From an optimization exercise on the open Yosys and OpenROAD flow, aimed at small area, a short achievable clock period and few clock cycles per item; shortcuts taken in it are not production practice. In this exercise RTL edits were held to simulation tests only and were not proved equivalent to the original. Power and IR drop assume default switching activity.

==> flow/design.v <==
module rake_choose (
    input  wire         clk,
    input  wire         rst,
    input  wire         start,
    input  wire [2:0]   shape_w1,       
    input  wire [2:0]   shape_h1,       
    input  wire [2:0]   policy,
    input  wire [7:0]   cw_kw,          
    input  wire [7:0]   cw_kt,
    input  wire [7:0]   cw_kd,
    input  wire [7:0]   cw_ks,
    input  wire [9:0]   cw_kh,
    input  wire [7:0]   temp_base,      
    input  wire [7:0]   temp_limit,     
    input  wire [30:0]  bucket_size,    
    input  wire         force_place,
    input  wire         carry,
    input  wire [63:0]  exclude,
    input  wire [7:0]   ent_valid,
    input  wire [47:0]  ent_member,     
    input  wire [31:0]  ent_weight,     
    input  wire [47:0]  ent_router,     
    output reg  [5:0]   mem_addr,
    input  wire [82:0]  mem_data,
    output reg          done,
    output reg  [1:0]   status,         
    output reg  [5:0]   anchor,
    output reg  [31:0]  cost,
    output reg          hit,
    output reg  [6:0]   eligible
);
    localparam [1:0] ST_OK = 2'd0, ST_NO_ROOM = 2'd1, ST_WEAR_BUDGET = 2'd2;
    localparam PASS_TOKENS = 6144;
    localparam [3:0] S_IDLE   = 4'd0,
                     S_WRD    = 4'd1,
                     S_WDATA  = 4'd2,
                     S_ANCHOR = 4'd3,
                     S_MRD    = 4'd4,
                     S_MDATA  = 4'd5,
                     S_DIV    = 4'd6,
                     S_MACC   = 4'd7,
                     S_DIST   = 4'd8,
                     S_COST   = 4'd9,
                     S_NEXT   = 4'd10,
                     S_FINISH = 4'd11;
    reg [3:0] state;
    reg [7:0] kw, kt, kd, ks;
    reg [9:0] kh;
    always @(*) begin
        case (policy)
            3'd1:    begin kw = 8'd16; kt = 8'd2;  kd = 8'd2;  ks = 8'd16; kh = 10'd256;  end
            3'd2:    begin kw = 8'd1;  kt = 8'd1;  kd = 8'd32; ks = 8'd16; kh = 10'd1023; end
            3'd3:    begin kw = 8'd2;  kt = 8'd16; kd = 8'd4;  ks = 8'd16; kh = 10'd1023; end
            3'd4:    begin kw = 8'd0;  kt = 8'd0;  kd = 8'd0;  ks = 8'd0;  kh = 10'd0;    end
            3'd5:    begin kw = cw_kw; kt = cw_kt; kd = cw_kd; ks = cw_ks; kh = cw_kh;    end
            default: begin kw = 8'd4;  kt = 8'd2;  kd = 8'd8;  ks = 8'd16; kh = 10'd1023; end
        endcase
    end
    wire [30:0] size_s = (bucket_size < PASS_TOKENS) ? PASS_TOKENS[30:0] :
                         (bucket_size > 31'h4000_0000) ? 31'h4000_0000 : bucket_size;
    wire [31:0] d_wear      = mem_data[31:0];
    wire [31:0] d_tokens    = mem_data[63:32];
    wire [7:0]  d_temp      = mem_data[71:64];
    wire        d_in_part   = mem_data[72];
    wire        d_retired   = mem_data[73];
    wire        d_avail     = mem_data[74];
    wire        d_ws_holds  = mem_data[75];
    wire        d_ws_match  = mem_data[76];
    wire [5:0]  d_ws_anchor = mem_data[82:77];
    reg  [5:0]  pan_idx;        
    reg  [31:0] wmin;
    reg         wmin_seen;
    reg  [5:0]  cur_anchor;
    reg  [2:0]  dx, dy;
    reg  [2:0]  ent_idx;
    reg  [8:0]  acc_wear;       
    reg  [7:0]  acc_temp;       
    reg  [6:0]  acc_holds;      
    reg         acc_hit;        
    reg         acc_ok5;        
    reg  [10:0] acc_dist;
    reg  [7:0]  m_life;
    reg  [8:0]  m_temp;
    reg         m_holds;
    reg         m_hitm;
    reg         m_ok5;
    reg  [37:0] div_rem;
    reg  [7:0]  div_q;
    reg  [2:0]  div_cnt;
    reg         any4;
    reg         have_best;
    reg  [5:0]  best_anchor;
    reg  [31:0] best_cost;
    reg         best_hit;
    reg  [6:0]  n_cand;
    wire [3:0] shape_w = {1'b0, shape_w1} + 4'd1;
    wire [3:0] shape_h = {1'b0, shape_h1} + 4'd1;
    wire [2:0] a_row   = cur_anchor[5:3];
    wire [2:0] a_col   = cur_anchor[2:0];
    wire       fits    = ({1'b0, a_col} + shape_w <= 4'd8) && ({1'b0, a_row} + shape_h <= 4'd8);
    wire [5:0] mem_pan = {a_row + dy, a_col + dx};
    wire signed [7:0] s_temp  = d_temp;
    wire signed [7:0] s_limit = temp_limit;
    wire signed [7:0] s_base  = temp_base;
    wire member_ok14 = d_in_part && !exclude[mem_pan] && d_avail && (s_temp < s_limit);
    wire [31:0] wear_diff = (d_wear >= wmin) ? (d_wear - wmin) : 32'd0;
    wire [21:0] life_raw  = wear_diff[31:10];
    wire [7:0]  life      = (life_raw > 22'd255) ? 8'd255 : life_raw[7:0];
    wire signed [8:0] temp_diff = s_temp - s_base;
    wire [8:0]  temp_term = temp_diff[8] ? 9'd0 : temp_diff;
    wire signed [31:0] s_tokens = d_tokens;
    wire [30:0] tok_clamped = s_tokens[31] ? 31'd0 :
                              (d_tokens[30:0] > size_s) ? size_s : d_tokens[30:0];
    wire [30:0] bucket_gap  = size_s - tok_clamped;
    wire [37:0] bucket_num  = ({7'd0, bucket_gap} << 8) - {7'd0, bucket_gap};
    wire [37:0] div_sub = {7'd0, size_s} << div_cnt;
    wire [5:0] e_member = ent_member[ent_idx*6 +: 6];
    wire [3:0] e_weight = ent_weight[ent_idx*4 +: 4];
    wire [5:0] e_router = ent_router[ent_idx*6 +: 6];
    wire [6:0] n_members = shape_w * shape_h;
    wire [5:0] e_dx = e_member % shape_w;
    wire [5:0] e_dy = e_member / shape_w;
    wire [5:0] e_pan = ({1'b0, e_member} < n_members) ?
                       {a_row + e_dy[2:0], a_col + e_dx[2:0]} : cur_anchor;
    wire [2:0] row_d = (e_pan[5:3] > e_router[5:3]) ? e_pan[5:3] - e_router[5:3] : e_router[5:3] - e_pan[5:3];
    wire [2:0] col_d = (e_pan[2:0] > e_router[2:0]) ? e_pan[2:0] - e_router[2:0] : e_router[2:0] - e_pan[2:0];
    wire [3:0] hops  = {1'b0, row_d} + {1'b0, col_d};
    wire        a_hit  = acc_hit && !carry;
    wire [6:0]  a_loss = a_hit ? 7'd0 : acc_holds;
    wire [31:0] cand_cost = kw * acc_wear + kt * acc_temp + kd * acc_dist + ks * a_loss
                          - (a_hit ? {22'd0, kh} : 32'd0);
    always @(*) begin
        case (state)
            S_WRD, S_WDATA:                  mem_addr = pan_idx;
            S_MRD, S_MDATA, S_DIV, S_MACC:   mem_addr = mem_pan;
            S_IDLE:                          mem_addr = 6'd0;
            default:                         mem_addr = cur_anchor;
        endcase
    end
    always @(posedge clk) begin
        if (rst) begin
            state    <= S_IDLE;
            done     <= 1'b0;
            status   <= ST_OK;
            anchor   <= 6'd0;
            cost     <= 32'd0;
            hit      <= 1'b0;
            eligible <= 7'd0;
        end else begin
            done <= 1'b0;
            case (state)
                S_IDLE: begin
                    if (start) begin
                        pan_idx   <= 6'd0;
                        wmin      <= 32'd0;
                        wmin_seen <= 1'b0;
                        any4      <= 1'b0;
                        have_best <= 1'b0;
                        n_cand    <= 7'd0;
                        state     <= S_WRD;
                    end
                end
                S_WRD: begin
                    state <= S_WDATA;
                end
                S_WDATA: begin
                    if (d_in_part && !d_retired && (!wmin_seen || d_wear < wmin)) begin
                        wmin      <= d_wear;
                        wmin_seen <= 1'b1;
                    end
                    if (pan_idx == 6'd63) begin
                        cur_anchor <= 6'd0;
                        state      <= S_ANCHOR;
                    end else begin
                        pan_idx <= pan_idx + 6'd1;
                        state   <= S_WRD;
                    end
                end
                S_ANCHOR: begin
                    if (fits) begin
                        dx        <= 3'd0;
                        dy        <= 3'd0;
                        acc_wear  <= 9'd0;
                        acc_temp  <= 8'd0;
                        acc_holds <= 7'd0;
                        acc_hit   <= 1'b1;
                        acc_ok5   <= 1'b1;
                        acc_dist  <= 11'd0;
                        state     <= S_MRD;
                    end else begin
                        state <= S_NEXT;
                    end
                end
                S_MRD: begin
                    state <= S_MDATA;
                end
                S_MDATA: begin
                    if (!member_ok14) begin
                        state <= S_NEXT;
                    end else begin
                        m_life  <= life;
                        m_temp  <= temp_term;
                        m_holds <= d_ws_holds;
                        m_hitm  <= d_ws_holds && d_ws_match && (d_ws_anchor == cur_anchor);
                        m_ok5   <= !s_tokens[31] && (d_tokens >= PASS_TOKENS);
                        div_rem <= bucket_num;
                        div_q   <= 8'd0;
                        div_cnt <= 3'd7;
                        state   <= S_DIV;
                    end
                end
                S_DIV: begin
                    if (div_rem >= div_sub) begin
                        div_rem <= div_rem - div_sub;
                        div_q   <= div_q | (8'd1 << div_cnt);
                    end
                    if (div_cnt == 3'd0)
                        state <= S_MACC;
                    else
                        div_cnt <= div_cnt - 3'd1;
                end
                S_MACC: begin
                    if ({1'b0, m_life} + {1'b0, div_q} > acc_wear)
                        acc_wear <= {1'b0, m_life} + {1'b0, div_q};
                    if (m_temp[7:0] > acc_temp)
                        acc_temp <= m_temp[7:0];
                    acc_holds <= acc_holds + {6'd0, m_holds};
                    acc_hit   <= acc_hit && m_hitm;
                    acc_ok5   <= acc_ok5 && m_ok5;
                    if ({1'b0, dx} == shape_w - 4'd1) begin
                        dx <= 3'd0;
                        if ({1'b0, dy} == shape_h - 4'd1) begin
                            ent_idx <= 3'd0;
                            state   <= S_DIST;
                        end else begin
                            dy    <= dy + 3'd1;
                            state <= S_MRD;
                        end
                    end else begin
                        dx    <= dx + 3'd1;
                        state <= S_MRD;
                    end
                end
                S_DIST: begin
                    if (ent_valid[ent_idx])
                        acc_dist <= acc_dist + e_weight * hops;
                    if (ent_idx == 3'd7)
                        state <= S_COST;
                    else
                        ent_idx <= ent_idx + 3'd1;
                end
                S_COST: begin
                    any4 <= 1'b1;
                    if (acc_ok5 || force_place) begin
                        n_cand <= n_cand + 7'd1;
                        if (!have_best || ($signed(cand_cost) < $signed(best_cost))) begin
                            have_best   <= 1'b1;
                            best_anchor <= cur_anchor;
                            best_cost   <= cand_cost;
                            best_hit    <= a_hit;
                        end
                    end
                    state <= S_NEXT;
                end
                S_NEXT: begin
                    if (cur_anchor == 6'd63)
                        state <= S_FINISH;
                    else begin
                        cur_anchor <= cur_anchor + 6'd1;
                        state      <= S_ANCHOR;
                    end
                end
                S_FINISH: begin
                    done <= 1'b1;
                    if (have_best) begin
                        status   <= ST_OK;
                        anchor   <= best_anchor;
                        cost     <= best_cost;
                        hit      <= best_hit;
                        eligible <= n_cand;
                    end else begin
                        status   <= any4 ? ST_WEAR_BUDGET : ST_NO_ROOM;
                        anchor   <= 6'd0;
                        cost     <= 32'd0;
                        hit      <= 1'b0;
                        eligible <= 7'd0;
                    end
                    state <= S_IDLE;
                end
                default: state <= S_IDLE;
            endcase
        end
    end
endmodule
==> flow/run.sh <==
#!/bin/bash
# synth_recipe.tcl (not shown) runs the flow's synth.tcl, then flattens the netlist and writes it again
# the make line also repeats each setting of config.mk as NAME=value (left out here)
make -C /OpenROAD-flow-scripts/flow DESIGN_CONFIG=/design/flow/config.mk WORK_HOME=/design/flow/orfs CLKGATE_MAP_FILE= SYNTH_SCRIPT=/design/flow/synth_recipe.tcl finish
==> flow/config.mk <==
export PLATFORM = sky130hd
export DESIGN_NAME = rake_choose
export DESIGN_NICKNAME = rake_choose
export VERILOG_FILES = /design/flow/design.v
export SDC_FILE = /design/flow/constraint.sdc
export NUM_CORES = 4
export LEC_CHECK = 0
export CAP_MARGIN = 20
export CORE_MARGIN = 2
export CORE_UTILIZATION = 40
export PLACE_DENSITY = 0.6
export SLEW_MARGIN = 20
==> flow/constraint.sdc <==
create_clock -name core_clock -period 20.0 [get_ports {clk}]
set_input_delay 4.0000 -clock core_clock [delete_from_list [all_inputs] [get_ports {clk}]]
set_output_delay 4.0000 -clock core_clock [all_outputs]
set_load 0.01 [all_outputs]
==> impl_metrics.sql <==
INSERT INTO impl_metrics (metric_group, metric, value, unit) VALUES
('run_status', 'status', 'timing/DRC/antenna clean', ''),
('power', 'p_switching', '2.318', 'mW'),
('power', 'share_seq_of_total_power', '12.4', '%'),
('final_layout', 'area_growth_syn_to_layout', '19.06', '%'),
('sta', 'fin_ws', '1.396', 'ns'),
('global_route', 'global_route.usage.total', '24.12', '%'),
('global_route', 'grt_first_pass_wirelength', '169.9', 'mm'),
('critical_path', 'crit_fanout', '15', ''),
('sta', 'fmax', '53.75', 'MHz'),
('placed_design', 'io_buffers', '440', ''),
('sta', 'report.final.slew_viol_count', '0', ''),
('synthesis', 'syn_nets', '5066', ''),
('routing', 'drt_first_pass_iters', '6', ''),
('placed_design', 'gp_routability_congestion', '0.9292', ''),
('cts', 'clock-sinks', '240', ''),
('critical_path', 'path_common_cell', 'sky130_fd_sc_hd__ha_1', ''),
('synthesis', 'yosys.area.top_type_share', '16.82', '%'),
('sta', 'slew_headroom', '27.11', '%'),
('placed_design', 'postPlaceCellArea', '40730', 'um2'),
('sta', 'rsz0062_at_grt', 'no', ''),
('global_route', 'grt_antenna_before_repair', '5', ''),
('critical_path', 'end_kind', 'register', ''),
('synthesis', 'synth_cell_types', '83', ''),
('cts', 'clock-root-buffer', 'sky130_fd_sc_hd__clkbuf_16', ''),
('final_layout', 'layout.filler_cells', '8398', ''),
('synthesis', 'synth_enable_flop_cells', '197', ''),
('routing', 'route.antenna.remaining_nets', '0', ''),
('synthesis', 'dominantRegCellSynth', 'sky130_fd_sc_hd__edfxtp_1', ''),
('global_route', 'grt_overflow_total', '0', ''),
('routing', 'vias', '29440', ''),
('power', 'p_leak', '19.27', 'nW'),
('cts', 'cts_tree', 'yes', ''),
('floorplan', 'core-area', '87020', 'um2'),
('floorplan', 'initial_utilization', '40.42', '%'),
('power', 'ir_worst_vdd', '0.3312', 'mV'),
('synthesis', 'postSynthAreaPerCell', '8.914', 'um2'),
('synthesis', 'synth_area_leaders', 'sky130_fd_sc_hd__edfxtp_1 17%, sky130_fd_sc_hd__fa_1 16%, sky130_fd_sc_hd__ha_1 16%, sky130_fd_sc_hd__inv_1 5.7%, sky130_fd_sc_hd__nand2_1 3.9%', ''),
('sta', 'shortest_period_the_worst_path_allows', '18.60', 'ns'),
('placed_design', 'hpwl', '92.22', 'mm'),
('power', 'power_frac_clock', '12.5', '%'),
('sta', 'setup_total_negative_slack', '0', 'ns'),
('power', 'internal_power', '2.742', 'mW'),
('floorplan', 'core.rowCount', '108', ''),
('power', 'comb_power_share', '75.1', '%'),
('cts', 'clock_latency', '0.63', 'ns'),
('routing', 'drc', '0', ''),
('floorplan', 'design.portCount', '441', ''),
('final_layout', 'post_route_cells_drive_above_1_share', '5.486', '%'),
('floorplan', 'fp.dieW', '300.5', 'um'),
('synthesis', 'postSynthCellCount', '3946', ''),
('critical_path', 'cp_slowest_stage_delay', '0.63', 'ns'),
('final_layout', 'finish.net_count', '5416', ''),
('synthesis', 'syn_area', '35170', 'um2'),
('min_path', 'worstHoldPathType', 'reg -> reg', ''),
('synthesis', 'library_cell_with_the_largest_summed_area_after_synthesis', 'sky130_fd_sc_hd__edfxtp_1', ''),
('routing', 'route.detailed.vias_per_inst', '5.375', ''),
('synthesis', 'synth.yosys.warnings', '1', ''),
('critical_path', 'worst_ep_required_time', '20.35', 'ns'),
('critical_path', 'critical_path.startpoint_type', 'input pin', ''),
('placed_design', 'number_of_instances_in_the_placed_design', '5418', ''),
('synthesis', 'synth.yosys.seq_area_share', '19.27', '%'),
('flow_run', 'cap_violations', '0', ''),
('final_layout', 'stdcell_count', '5477', ''),
('cts', 'cts_setup_buffers', '0', ''),
('sta', 'clock_skew', '0.03225', 'ns'),
('floorplan', 'die-area', '90320', 'um2'),
('power', 'report.power.total', '5.059', 'mW'),
('critical_path', 'setup.worst_path.class', 'in -> reg', ''),
('cts', 'cts.repair.resized', '0', ''),
('sta', 'min_period_over_period', '93.02', '%'),
('routing', 'post_drt_wl_per_cell', '20.09', 'um');
==> power groups by stage <==
| stage | Clock (mW) | Sequential (mW) | Combinational [mW] |
|---|---|---|---|
| after global placement | 0 | 0.637 | 3.74 |
| after CTS | 0.648 | 0.626 | 3.84 |
| after detailed placement | 0 | 0.637 | 3.81 |
| after floorplan | 0 | 0.633 | 2.97 |
| final | 0.633 | 0.626 | 3.80 |
| after global routing | 0.661 | 0.627 | 4.44 |
==> worst max-delay path: cells and delay by family <==
kind | cells | cell delay, ns
and+or+nand+nor | 14 | 2.31
adders and majority gates | 14 | 4.71
muxes | 5 | 1.28
AOI/OAI and AO/OA | 23 | 4.78
xor gates and xnor gates | 5 | 0.85
buffers and inverters | 6 | 1.01
==> worst paths after layout <==
path                       start           end  slack, ns  depth (start not counted)
setup / recovery     shape_w1[0]  acc_dist[10]       1.40                         67
hold / removal    best_anchor[1]     anchor[1]       0.44                          1
setup reg to reg      ent_idx[0]  acc_dist[10]       4.53                         63
hold reg to reg   best_anchor[1]     anchor[1]       0.44                          1
==> cell usage in the layout, fill, tap and decap left out, types with 19 or more instances in the layout <==
cell	count
sky130_fd_sc_hd__inv_1	531
sky130_fd_sc_hd__ha_1	450
sky130_fd_sc_hd__clkdlybuf4s50_1	440
sky130_fd_sc_hd__nand2_1	370
sky130_fd_sc_hd__fa_1	284
sky130_fd_sc_hd__nor2_1	269
sky130_fd_sc_hd__a21oi_1	216
sky130_fd_sc_hd__edfxtp_1	197
sky130_fd_sc_hd__o21ai_0	153
sky130_fd_sc_hd__and2_1	115
sky130_fd_sc_hd__xnor2_1	107
sky130_fd_sc_hd__a21o_1	94
sky130_fd_sc_hd__xor2_1	82
sky130_fd_sc_hd__and3_1	80
sky130_fd_sc_hd__nand3_1	79
sky130_fd_sc_hd__mux2i_1	77
sky130_fd_sc_hd__mux4_2	55
sky130_fd_sc_hd__nor3_1	51
sky130_fd_sc_hd__or2_2	48
sky130_fd_sc_hd__o21a_1	45
sky130_fd_sc_hd__nor2b_1	44
sky130_fd_sc_hd__dfxtp_1	43
sky130_fd_sc_hd__nand2b_1	40
sky130_fd_sc_hd__a22o_1	38
sky130_fd_sc_hd__buf_4	38
sky130_fd_sc_hd__clkbuf_16	34
sky130_fd_sc_hd__nand4_1	33
sky130_fd_sc_hd__a31oi_1	25
sky130_fd_sc_hd__o21bai_1	22
sky130_fd_sc_hd__mux2_2	19
==> sequential cells by signal (all words and copies together) (netlist names), 7 cells and up <==
signal,cells
best_cost,22
n_cand,7
acc_wear,9
m_temp,8
acc_holds,7
acc_dist,11
cost,22
div_q,8
acc_temp,8
div_rem,38
wmin,32
m_life,8
eligible,7
==> through the flow <==
step / utilization [%] / hold slack, ns
after floorplan: - / 0.4358
after global placement: 46.80 / 0.4412
after detailed placement: 46.81 / 0.4486
after CTS: 48.12 / 0.4362
after global routing: 48.12 / 0.4598
final: 48.12 / 0.4394
==> layer usage <==
layer  vias to the layer above  track usage [%]  routed length (um)
met5                         -                0                   0
met4                         0            5.579                2720
met3                       131            2.994                5864
met2                       823            38.67               50180
met1                     14270            34.67               51260
li1                      14220                -                   -
==> cell type report <==
type	count	area [um2]	area share [%]
clock inverters	18	239.0	0.5707
well taps	1155	1445	3.451
diodes	2	5.005	0.01195
multi-input cells	3012	25820	61.66
inverters	533	2001	4.777
clock buffers	39	899.6	2.148
repair buffers	478	4690	11.20
flip-flops and latches	240	6777	16.18
==> logic make-up after synthesis <==
family | synth area share [%]
fa+ha+maj | 32.17
mux | 6.321
buf+inv | 7.552
simple gates | 16.52
compound gates | 13.44
xor+xnor | 4.731
flops | 19.27
Testbench counts, summed over its fixed seeds: cycles 443,076, decisions 384.

re-timing with driven ports:
The flow's constraints put no driver on any port. The routed layout listed below was extracted and timed again, unchanged, in two steps.
Step 1, drivers: a clkbuf_16 drives clk and a buf_2 each remaining input, both assumed.
Step 2, shift: input delay + t, output delay - t, t = (earliest + latest rising clock arrival at the registers) / 2. This alone moves slack from input paths to output paths.
a / b / c = no drivers / after step 1 / after step 2; a / b = the first two.
t, ns: 0.679
slack for setup (ns): 1.396 / 1.420 / 0.741
hold WS [ns]: 0.439 / 0.439 / 0.439
worst register clock-pin slew, ns: 0.08 / 0.08
pins driven straight from the clock port: 1
After both steps setup and hold are still met in this run. The setup slack of this run moves by +0.024 ns with the drivers and by -0.655 ns with both steps.
